From an optimization exercise on the open Yosys and OpenROAD flow, aimed at small area, a short achievable clock period and few clock cycles; shortcuts taken in it are not production practice. Only simulation tests tie the RTL to the original design; equivalence was not proved.

## plane_hit
module plane_hit (
    input  wire               clk,
    input  wire               rst,
    input  wire               start,
    output wire               ready,
    input  wire signed [31:0] x2,
    input  wire signed [31:0] y2,
    input  wire signed [17:0] tx,
    input  wire signed [17:0] ty,
    input  wire signed [27:0] pz,
    input  wire signed [31:0] px,
    input  wire signed [31:0] py,
    input  wire        [15:0] cw,
    input  wire        [15:0] ch,
    input  wire        [14:0] wp,
    input  wire        [14:0] hp,
    output reg                done,
    output reg                hit,
    output reg         [13:0] u,
    output reg         [13:0] v
);
    localparam [13:0] REGMASK = 14'b01_0101_0101_0101;
    assign ready = 1'b1;
    reg        v0;
    reg [31:0] r_x2, r_y2, r_px, r_py;
    reg [17:0] r_tx, r_ty;
    reg [27:0] r_pz;
    reg [15:0] r_cw, r_ch;
    reg [14:0] r_wp, r_hp;
    always @(posedge clk) begin
        v0   <= start & ~rst;
        r_x2 <= x2;  r_y2 <= y2;
        r_px <= px;  r_py <= py;
        r_tx <= tx;  r_ty <= ty;
        r_pz <= pz;
        r_cw <= cw;  r_ch <= ch;
        r_wp <= wp;  r_hp <= hp;
    end
    wire sx = r_tx[17] ^ r_pz[27];
    wire sy = r_ty[17] ^ r_pz[27];
    wire [18:0] tx_e = {r_tx, 1'b0};
    wire [18:0] ty_e = {r_ty, 1'b0};
    wire [28:0] pz_1 = {r_pz[27], r_pz};
    wire [28:0] pz_2 = {r_pz, 1'b0};
    wire [8:0]  bnx, bny;
    wire [260:0] bpx, bpy;     
    genvar b;
    generate
  ...
Size: about 8000 cells after synthesis, roughly 1400 flip-flops, roughly 290 I/O pins, roughly 80000 um^2 of cells after synthesis.
==> flow/config.mk <==
export PLATFORM = sky130hd
export DESIGN_NAME = plane_hit
export DESIGN_NICKNAME = plane_hit
export VERILOG_FILES = /design/flow/design.v
export SDC_FILE = /design/flow/constraint.sdc
export NUM_CORES = 4
export LEC_CHECK = 0
export CAP_MARGIN = 10
export CORE_MARGIN = 2
export CORE_UTILIZATION = 62
export CTS_CLUSTER_DIAMETER = 120
export CTS_CLUSTER_SIZE = 25
export PLACE_DENSITY = 0.75
export SLEW_MARGIN = 10
==> flow/constraint.sdc <==
create_clock -name core_clock -period 16.0 [get_ports {clk}]
set_input_delay 3.2000 -clock core_clock [delete_from_list [all_inputs] [get_ports {clk}]]
set_output_delay 3.2000 -clock core_clock [all_outputs]
set_load 0.01 [all_outputs]
standard.sh (not shown) runs the stock make flow with config.mk's settings and CLKGATE_MAP_FILE= SYNTH_SCRIPT=/design/flow/synth_recipe.tcl, a recipe that flattens the netlist after the stock synthesis.
==> flow/flow/run.sh <==
#!/bin/bash
set -euo pipefail
bash standard.sh SETUP_SLACK_MARGIN=10.6 "BUFFER_PORTS_ARGS=-buffer_cell sky130_fd_sc_hd__buf_1" finish > make_finish.log 2>&1
Testbench counts at the start, summed over its fixed seeds: cycles 2,480.
Then changed:
- CORE_UTILIZATION: 62 -> 55
- PLACE_DENSITY: 0.75 -> 0.7
Die area is higher by 13%.
Maximum frequency came out higher by 1.6%.
Global-route usage fell by 3.1 points.
Wire length grows by 0.70%.
Clock-buffer cell count goes up by 1.
Cell area is about the same.
Sequential share of layout area hardly moves.
Worst setup slack gains 0.082 ns.
Core utilization fell by 7.5 points.
Then changed:
==> flow/flow/run.sh (replaced) <==
#!/bin/bash
set -euo pipefail
bash standard.sh SETUP_SLACK_MARGIN=10.6 finish > make_finish.log 2>&1
- CAP_MARGIN: 10 -> 20
- CTS_CLUSTER_DIAMETER: 120 -> 100
- CTS_CLUSTER_SIZE: 25 -> 20
- SLEW_MARGIN: 10 -> 20
Non-clock buffer count came out higher by 2.
Hold slack is worse by 0.012 ns.
Design area went up by a few percent.
Routed wire length grows slightly.
Then changed:
==> flow/flow/run.sh (replaced) <==
#!/bin/bash
set -euo pipefail
bash standard.sh SETUP_SLACK_MARGIN=10.8 finish > make_finish.log 2>&1
- CTS_CLUSTER_DIAMETER: 100 -> 120
- CTS_CLUSTER_SIZE: 20 -> 25
What happened:
- first-iteration DRC count climbs by 8.2%
- worst hold slack is better by 0.012 ns
- routed wire length climbs by 1.7%
- non-clock buffer count climbs by 99
- design area climbs by 1.2%
- via count climbs by 1.2%

========
== indigo ==
plane_hit again, from the RTL that the note above started with.
export LEC_CHECK = 0
export CAP_MARGIN = 10
export CORE_MARGIN = 2
export CORE_UTILIZATION = 55
export CTS_CLUSTER_DIAMETER = 120
export CTS_CLUSTER_SIZE = 25
export PLACE_DENSITY = 0.7
export SLEW_MARGIN = 10
create_clock -name core_clock -period 16.0 [get_ports {clk}]
==> flow/flow/run.sh <==
#!/bin/bash
set -euo pipefail
bash standard.sh SETUP_SLACK_MARGIN=10.45 finish > make_finish.log 2>&1
Testbench counts of indigo, summed over its fixed seeds: cycles 2,480.
Edits applied to the flow inputs when going from indigo to quartz:
==> flow/flow/run.sh <==
#!/bin/bash
set -euo pipefail
bash standard.sh SETUP_SLACK_MARGIN=10.6 finish > make_finish.log 2>&1
==> comparison <==
Final-layout fill cell count essentially unchanged between quartz and indigo.
Diff quartz and indigo: first-iteration DRC count higher in indigo
Worst setup path startpoint: st[0].r.yr[18] -> indigo, st[4].r.xr[18] -> quartz
Diff indigo -> quartz: final critical-path share of the clock period moved down; final estimated routing congestion in global placement has decreased; worst path setup slack after routing up 220 ps.
--- input diff quartz..ember ---
- CORE_UTILIZATION: 55 -> 62
- CAP_MARGIN: 10 -> 5
- PLACE_DENSITY: 0.7 -> 0.75
- SLEW_MARGIN: 10 -> 5
==> flow/flow/run.sh <==
#!/bin/bash
set -euo pipefail
bash standard.sh SETUP_SLACK_MARGIN=10.7 finish > make_finish.log 2>&1
==> run summary <==
Path length in cells of the critical path of ember exceeds that of quartz by a few percent.
Relative to quartz, the maximum fanout along the worst path of ember is lower by 2.
| source-to-sink clock delay at the later pin of the worst-skew pair | ember vs quartz | ≈ equal |
quartz -> ember: number of global-route vias before repair increased by a few percent
Compared quartz against ember; global-route wire length before repair within noise.
ember — number of inserted diodes 3 higher, quartz as reference
Setup changes, ember to zinc
- CAP_MARGIN changed from 5 to 10
- CORE_UTILIZATION changed from 62 to 55
- SLEW_MARGIN changed from 5 to 10
- PLACE_DENSITY changed from 0.75 to 0.7
==> flow/flow/run.sh <==
#!/bin/bash
set -euo pipefail
bash standard.sh SETUP_SLACK_MARGIN=10.7 "BUFFER_PORTS_ARGS=-buffer_cell sky130_fd_sc_hd__buf_1" finish > make_finish.log 2>&1
Compared with ember, zinc ends up with less cell area. Per the comparison of zinc with ember, share of the core filled with cells decreased 9.1 points, final worst-path setup slack decreased 59 ps. Any difference in wire length between ember and zinc is small enough to ignore. Comparing global routing usage on met1 for zinc and ember, the smaller number came from zinc.

========
Starting RTL as in the previous note.
Settings: LEC_CHECK=0, CAP_MARGIN=20, CORE_MARGIN=2, CORE_UTILIZATION=40, CTS_CLUSTER_DIAMETER=100, CTS_CLUSTER_SIZE=20, SLEW_MARGIN=20; clock period 16.0 ns.
==> flow/flow/run.sh <==
#!/bin/bash
set -euo pipefail
bash standard.sh SETUP_SLACK_MARGIN=10.6 finish > make_finish.log 2>&1
Testbench counts at the start, summed over its fixed seeds: cycles 2,480.
==> next run, changes <==
==> flow/flow/run.sh (replaced) <==
#!/bin/bash
set -euo pipefail
bash standard.sh SETUP_SLACK_MARGIN=10.8 finish > make_finish.log 2>&1
Settings changed: CAP_MARGIN 20 to 10, CORE_UTILIZATION 40 to 55, CTS_CLUSTER_DIAMETER 100 to 120, CTS_CLUSTER_SIZE 20 to 25, PLACE_DENSITY set to 0.7, SLEW_MARGIN 20 to 10.
What happened: Core utilization climbs by 17 points. Worst setup slack is better by 0.089 ns. Synthesized cell count does not change. Design area stays flat.

-- separate check: timing with driven ports --
How much do the figures lean on ideal ports? The routed layouts below were timed once more, with nothing changed but the port constraints. Step 1 sets driving cells, clkbuf_16 on the clock port and buf_2 on the other inputs (assumed; they add their load-dependent delay and slew). Step 2 adds t to the input delays and takes it off the output delays; t is the mean of the earliest and latest rising clock arrival at the registers after step 1. Input paths then give back, and output paths get back, about the clock's delay inside the block. Slacks: ideal ports / drivers / drivers and shift; pairs: ideal ports / drivers.
run | t (ns) | setup WS [ns] | clock arrival spread, ns | worst slew at a driven data input, ns
the first run of note 1 | 0.786 | 10.643 / 10.643 / 10.643 | 0.035 / 0.035 | 0.14
the second run of note 1 | 0.788 | 10.725 / 10.725 / 10.725 | 0.031 / 0.031 | 0.16
the third run of note 1 | 0.791 | 10.715 / 10.715 / 10.715 | 0.047 / 0.046 | 0.18
the fourth run of note 1 | 0.789 | 10.785 / 10.785 / 10.785 | 0.040 / 0.040 | 0.15
indigo | 0.778 | 10.549 / 10.549 / 10.549 | 0.043 / 0.043 | 0.15
quartz | 0.762 | 10.774 / 10.774 / 10.774 | 0.036 / 0.035 | 0.17
ember | 0.788 | 10.785 / 10.785 / 10.785 | 0.047 / 0.047 | 0.14
zinc | 0.795 | 10.726 / 10.726 / 10.726 | 0.038 / 0.037 | 0.15
the first run of note 3 | 0.823 | 10.696 / 10.696 / 10.696 | 0.051 / 0.051 | 0.09
the second run of note 3 | 0.789 | 10.785 / 10.785 / 10.785 | 0.040 / 0.040 | 0.15
After both steps every run listed still meets setup and hold.
